What follows belongs to an exercise in optimizing a design on an open flow for small area, a short achievable clock period and few clock cycles per item; a production flow would make more cautious choices.
The RTL was checked by simulation tests, not by an equivalence proof against the original design.

## north
// ln_aes128
module ln_aes128 (
    input  wire         clk,
    input  wire         rst,       
    input  wire         start,     
    input  wire [127:0] key,
    input  wire [127:0] din,
    output wire         ready,
    output reg          done,      
    output wire [127:0] dout
);
    function [7:0] aes_sbox;
        input [7:0] x;
        reg U0, U1, U2, U3, U4, U5, U6, U7, T1, T2, T3, T4, T5, T6, T7, T8, T9, T10, T11, T12, T13, T14, T15, T16, T17, T18, T19, T20, T21, T22, T23, T24, T25, T26, T27, D, M1, M2, M3, M4, M5, M6, M7, M8, M9, M10, M11, M12, M13, M14, M15, M16, M17, M18, M19, M20, M21, M22, M23, M24, M25, M26, M27, M28, M29, M30, M31, M32, M33, M34, M35, M36, M37, M38, M39, M40, M41, M42, M43, M44, M45, M46, M47, M48, M49, M50, M51, M52, M53, M54, M55, M56, M57, M58, M59, M60, M61, M62, M63, L0, L1, L2, L3, L4, L5, L6, L7, L8, L9, L10, L11, L12, L13, L14, L15, L16, L17, L18, L19, L20, L21, L22, L23, L24, L25, L26, L27, L28, L29;
        begin
            U0 = x[7];
            U1 = x[6];
            U2 = x[5];
            U3 = x[4];
            U4 = x[3];
            U5 = x[2];
            U6 = x[1];
            U7 = x[0];
            T1 = U0^U3;
            T2 = U0^U5;
            T3 = U0^U6;
            T4 = U3^U5;
            T5 = U4^U6;
            T6 = T1^T5;
            T7 = U1^U2;
            T8 = U7^T6;
            T9 = U7^T7;
            T10 = T6^T7;
            T11 = U1^U5;
            T12 = U2^U5;
            T13 = T3^T4;
            T14 = T6^T11;
            T15 = T5^T11;
            T16 = T5^T12;
            T17 = T9^T16;
            T18 = U3^U7;
            T19 = T7^T18;
            T20 = T1^T19;
            T21 = U6^U7;
            T22 = T7^T21;
            T23 = T2^T22;
            T24 = T2^T10;
            T25 = T20^T17;
            T26 = T3^T16;
            T27 = T1^T12;
            D = U7;
            M1 = T13&T6;
            M2 = T23&T8;
            M3 = T14^M1;
            M4 = T19&D;
            M5 = M4^M1;
            M6 = T3&T16;
            M7 = T22&T9;
  ...
Settings: LEC_CHECK=0, CAP_MARGIN=20, CELL_PAD_IN_SITES_DETAIL_PLACEMENT=1, CELL_PAD_IN_SITES_GLOBAL_PLACEMENT=2, CORE_MARGIN=2, CORE_UTILIZATION=60, GPL_ROUTABILITY_DRIVEN=1, PLACE_DENSITY=0.7, SETUP_SLACK_MARGIN=3.0, SLEW_MARGIN=20; clock period 10.0 ns.
standard.sh (not shown) runs the stock make flow with config.mk's settings and CLKGATE_MAP_FILE= SYNTH_SCRIPT=/design/flow/synth_recipe.tcl, a recipe that flattens the netlist after the stock synthesis.
==> flow/flow/run.sh <==
#!/bin/bash
# Own layout flow: the standard layout (standard.sh), except that the
# technology mapping step of the standard synthesis runs ABC with the script
# in flow/map.abc instead of ORFS's abc_speed/abc_area script. Everything
# else (Yosys passes, flip-flop mapping, flattening, renaming, floorplan,
# placement, CTS, routing) is the standard flow unchanged.
set -euo pipefail
W=$(pwd)
# ORFS synth.tcl with only the ABC script swapped
sed -e "s#log_cmd abc {\*}\$abc_args#log_cmd abc -script $W/flow/map.abc {*}[lrange \$abc_args 2 end]#" \
    "$FLOW_HOME/scripts/synth.tcl" > "$W/synth_mod.tcl"
grep -q "flow/map.abc" "$W/synth_mod.tcl"
# synth_recipe.tcl with synth.tcl replaced by the copy above
sed -e "s#source \$::env(SCRIPTS_DIR)/synth.tcl#source $W/synth_mod.tcl#" \
    "$W/synth_recipe.tcl" > "$W/own_synth.tcl"
grep -q "synth_mod.tcl" "$W/own_synth.tcl"
# standard.sh with the synthesis script replaced
sed -e "s#SYNTH_SCRIPT=[^ ]*#SYNTH_SCRIPT=$W/own_synth.tcl#" "$W/standard.sh" > "$W/own_standard.sh"
grep -q "own_synth.tcl" "$W/own_standard.sh"
bash "$W/own_standard.sh" finish > "$W/flow_make.log" 2>&1
test -f "$W/out/final.def"
==> flow/flow/map.abc <==
strash; &get -n; &dch -f; &nf -R 1000; &put; topo; stime -c
Stage in which a tool error killed north: global placement without I/O (3_1_place_gp_skip_io).
Testbench counts of north, summed over its fixed seeds: cycles 17,600, blocks 1,600.
[inputs] south vs north
# north
export LEC_CHECK = 0
export CAP_MARGIN = 20
export CELL_PAD_IN_SITES_DETAIL_PLACEMENT = 1
export CELL_PAD_IN_SITES_GLOBAL_PLACEMENT = 2
export CORE_MARGIN = 2
export CORE_UTILIZATION = 60
export GPL_ROUTABILITY_DRIVEN = 1
export PLACE_DENSITY = 0.7
export SETUP_SLACK_MARGIN = 3.0
export SLEW_MARGIN = 20
create_clock -name core_clock -period 10.0 [get_ports {clk}]
# south
export LEC_CHECK = 0
export CAP_MARGIN = 20
export CELL_PAD_IN_SITES_DETAIL_PLACEMENT = 0
export CELL_PAD_IN_SITES_GLOBAL_PLACEMENT = 0
export CORE_MARGIN = 2
export CORE_UTILIZATION = 60
export GPL_ROUTABILITY_DRIVEN = 1
export PLACE_DENSITY = 0.75
export SETUP_SLACK_MARGIN = 3.0
export SLEW_MARGIN = 20
create_clock -name core_clock -period 10.0 [get_ports {clk}]
Findings:
Both conditions hold for south: the flow ran to the end and the final layout passed the timing, design-rule and antenna checks. south -> north: post-synthesis instance area delta 0, exact match. Simple-gate portion of the synthesized area came out exactly the same in north and south. As far as number of enable flip-flop cells after synthesis goes, north and south are indistinguishable; the numbers are identical. Diff south..north | compound-gate portion of the synthesized area | unchanged. Comparing south against north, there is no change at all in effective utilization at floorplan. Reported for north and south, number of standard-cell rows in the floorplan turned out identical to the last digit. Comparing north against south, there is no change at all in number of different library cells in the post-synthesis netlist. On die height, north and south are basically level. Looking at north and south, the synthesized cell count is a wash.
Input changes introduced in east (baseline for comparison: south):
# south
export LEC_CHECK = 0
export CAP_MARGIN = 20
export CELL_PAD_IN_SITES_DETAIL_PLACEMENT = 0
export CELL_PAD_IN_SITES_GLOBAL_PLACEMENT = 0
export CORE_MARGIN = 2
export CORE_UTILIZATION = 60
export GPL_ROUTABILITY_DRIVEN = 1
export PLACE_DENSITY = 0.75
export SETUP_SLACK_MARGIN = 3.0
export SLEW_MARGIN = 20
create_clock -name core_clock -period 10.0 [get_ports {clk}]
# east
export LEC_CHECK = 0
export CAP_MARGIN = 20
export CELL_PAD_IN_SITES_DETAIL_PLACEMENT = 1
export CELL_PAD_IN_SITES_GLOBAL_PLACEMENT = 2
export CORE_MARGIN = 2
export CORE_UTILIZATION = 50
export GPL_ROUTABILITY_DRIVEN = 1
export PLACE_DENSITY = 0.6
export SETUP_SLACK_MARGIN = 3.0
export SLEW_MARGIN = 20
create_clock -name core_clock -period 10.0 [get_ports {clk}]
==> flow/flow/map.abc <==
strash; &get -n; &dch -f; &nf; &put; topo; stime -c
--- outcome ---
- Count of cells along the worst register-to-register path ends up higher on south.
- The count of instances resized after the clock tree is built in east sits 2 below the value recorded for south.
- In the reports for south and east, the smaller layout clock buffer count belongs to south.
- Summary of the comparison: starting utilization of the core area is lower in east, relative to south.
- east finished end to end and its layout was clean on timing, DRC and antenna.
#### Input delta (west over east)
# east
export LEC_CHECK = 0
export CAP_MARGIN = 20
export CELL_PAD_IN_SITES_DETAIL_PLACEMENT = 1
export CELL_PAD_IN_SITES_GLOBAL_PLACEMENT = 2
export CORE_MARGIN = 2
export CORE_UTILIZATION = 50
export GPL_ROUTABILITY_DRIVEN = 1
export PLACE_DENSITY = 0.6
export SETUP_SLACK_MARGIN = 3.0
export SLEW_MARGIN = 20
create_clock -name core_clock -period 10.0 [get_ports {clk}]
# west
export LEC_CHECK = 0
export CAP_MARGIN = 20
export CELL_PAD_IN_SITES_DETAIL_PLACEMENT = 0
export CELL_PAD_IN_SITES_GLOBAL_PLACEMENT = 0
export CORE_MARGIN = 2
export CORE_UTILIZATION = 60
export GPL_ROUTABILITY_DRIVEN = 1
export PLACE_DENSITY = 0.75
export SETUP_SLACK_MARGIN = 3.0
export SLEW_MARGIN = 20
create_clock -name core_clock -period 10.0 [get_ports {clk}]
--- a/flow/flow/run.sh
+++ b/flow/flow/run.sh
@@ -2,5 +2,7 @@
-# Own layout flow: the standard layout (standard.sh), except that the
-# technology mapping step of the standard synthesis runs ABC with the script
-# in flow/map.abc instead of ORFS's abc_speed/abc_area script. Everything
-# else (Yosys passes, flip-flop mapping, flattening, renaming, floorplan,
-# placement, CTS, routing) is the standard flow unchanged.
+# Own layout flow: the standard layout (standard.sh), except that
+#  - the technology mapping step of the standard synthesis runs ABC with the
+#    script in flow/map.abc instead of ORFS's abc_speed/abc_area script;
+#  - every input and output port still gets its own buffer, but the port
+#    buffers are sky130_fd_sc_hd__buf_1 (buffer_ports -buffer_cell).
+# Everything else (Yosys passes, flip-flop mapping, flattening, renaming,
+# floorplan, placement, CTS, routing) is the standard flow unchanged.
@@ -18 +20,2 @@
-sed -e "s#SYNTH_SCRIPT=[^ ]*#SYNTH_SCRIPT=$W/own_synth.tcl#" "$W/standard.sh" > "$W/own_standard.sh"
+sed -e "s#SYNTH_SCRIPT=[^ ]*#SYNTH_SCRIPT=$W/own_synth.tcl 'BUFFER_PORTS_ARGS=-inputs -outputs -buffer_cell sky130_fd_sc_hd__buf_1'#" \
+    "$W/standard.sh" > "$W/own_standard.sh"
@@ -19,0 +23 @@
+grep -q "buffer_cell" "$W/own_standard.sh"
==> flow/flow/map.abc <==
strash; &get -n; &dch -f; &nf -R 1000; &put; topo; stime -c
Notes after the runs:
Lower worst hold slack was reported by east, not west.
west against east: die area decreased by about 20% relative to the old numbers; global routing met3 resource utilization rose by 0.22 points; final antenna diode count now sits higher; final design instance area without fill shows a reduction of about 11%; cell area after technology mapping down about 6%.
Xor/xnor cell area share of the yosys netlist for west is higher than for east.
#### Input delta (middle over west)
# west
export LEC_CHECK = 0
export CAP_MARGIN = 20
export CELL_PAD_IN_SITES_DETAIL_PLACEMENT = 0
export CELL_PAD_IN_SITES_GLOBAL_PLACEMENT = 0
export CORE_MARGIN = 2
export CORE_UTILIZATION = 60
export GPL_ROUTABILITY_DRIVEN = 1
export PLACE_DENSITY = 0.75
export SETUP_SLACK_MARGIN = 3.0
export SLEW_MARGIN = 20
create_clock -name core_clock -period 10.0 [get_ports {clk}]
# middle
export LEC_CHECK = 0
export CAP_MARGIN = 20
export CELL_PAD_IN_SITES_DETAIL_PLACEMENT = 1
export CELL_PAD_IN_SITES_GLOBAL_PLACEMENT = 2
export CORE_MARGIN = 2
export CORE_UTILIZATION = 50
export GPL_ROUTABILITY_DRIVEN = 1
export PLACE_DENSITY = 0.6
export SETUP_SLACK_MARGIN = 3.5
export SLEW_MARGIN = 20
create_clock -name core_clock -period 10.0 [get_ports {clk}]
==> flow/flow/run.sh <==
#!/bin/bash
# Own layout flow: the standard layout (standard.sh), except that the
# technology mapping step of the standard synthesis runs ABC with the script
# in flow/map.abc instead of ORFS's abc_speed/abc_area script. Everything
# else (Yosys passes, flip-flop mapping, flattening, renaming, floorplan,
# placement, CTS, routing) is the standard flow unchanged.
set -euo pipefail
W=$(pwd)
# ORFS synth.tcl with only the ABC script swapped
sed -e "s#log_cmd abc {\*}\$abc_args#log_cmd abc -script $W/flow/map.abc {*}[lrange \$abc_args 2 end]#" \
    "$FLOW_HOME/scripts/synth.tcl" > "$W/synth_mod.tcl"
grep -q "flow/map.abc" "$W/synth_mod.tcl"
# synth_recipe.tcl with synth.tcl replaced by the copy above
sed -e "s#source \$::env(SCRIPTS_DIR)/synth.tcl#source $W/synth_mod.tcl#" \
    "$W/synth_recipe.tcl" > "$W/own_synth.tcl"
grep -q "synth_mod.tcl" "$W/own_synth.tcl"
# standard.sh with the synthesis script replaced
sed -e "s#SYNTH_SCRIPT=[^ ]*#SYNTH_SCRIPT=$W/own_synth.tcl#" "$W/standard.sh" > "$W/own_standard.sh"
grep -q "own_synth.tcl" "$W/own_standard.sh"
bash "$W/own_standard.sh" finish > "$W/flow_make.log" 2>&1
test -f "$W/out/final.def"
Notes after the runs:
In the route summary, middle ends up with a via count exceeding that of west.
Diff west -> middle: share of the cycle needed by the critical path after routing down 0.67 points; wire length the detailed router placed on met1 up 21%.
Compared with west, middle shows a area growth from synthesis to final layout that is 15 points higher.
middle ends up with higher final worst slack than west does.
Summary of middle over west: routed length on met3 increased 950 um, final layout net count went up by 38.

what the ideal ports hide:
Ports are ideal in the flow. The routed layouts listed here were re-timed in OpenROAD. Step 1 (the two cells are an assumption about what drives the block):
set clk [get_ports {clk}]
set_driving_cell -lib_cell sky130_fd_sc_hd__clkbuf_16 $clk
set_driving_cell -lib_cell sky130_fd_sc_hd__buf_2 [delete_from_list [all_inputs] $clk]
Step 2 adds t to the input delays and takes it off the output delays; t is the mean of the earliest and latest rising clock arrival at the registers after step 1. Input paths then give back, and output paths get back, about the clock's delay inside the block. Slacks: ideal / step 1 / step 2; pairs: ideal / step 1.
run	t (ns)	setup slack, ns	worst data-port slew with drivers (ns)
south	0.619	3.248 / 3.248 / 3.248	0.10
east	0.629	3.153 / 3.153 / 3.153	0.06
west	0.619	3.284 / 3.284 / 3.284	0.12
middle	0.637	3.351 / 3.351 / 3.351	0.08
After both steps every run listed still meets setup and hold.
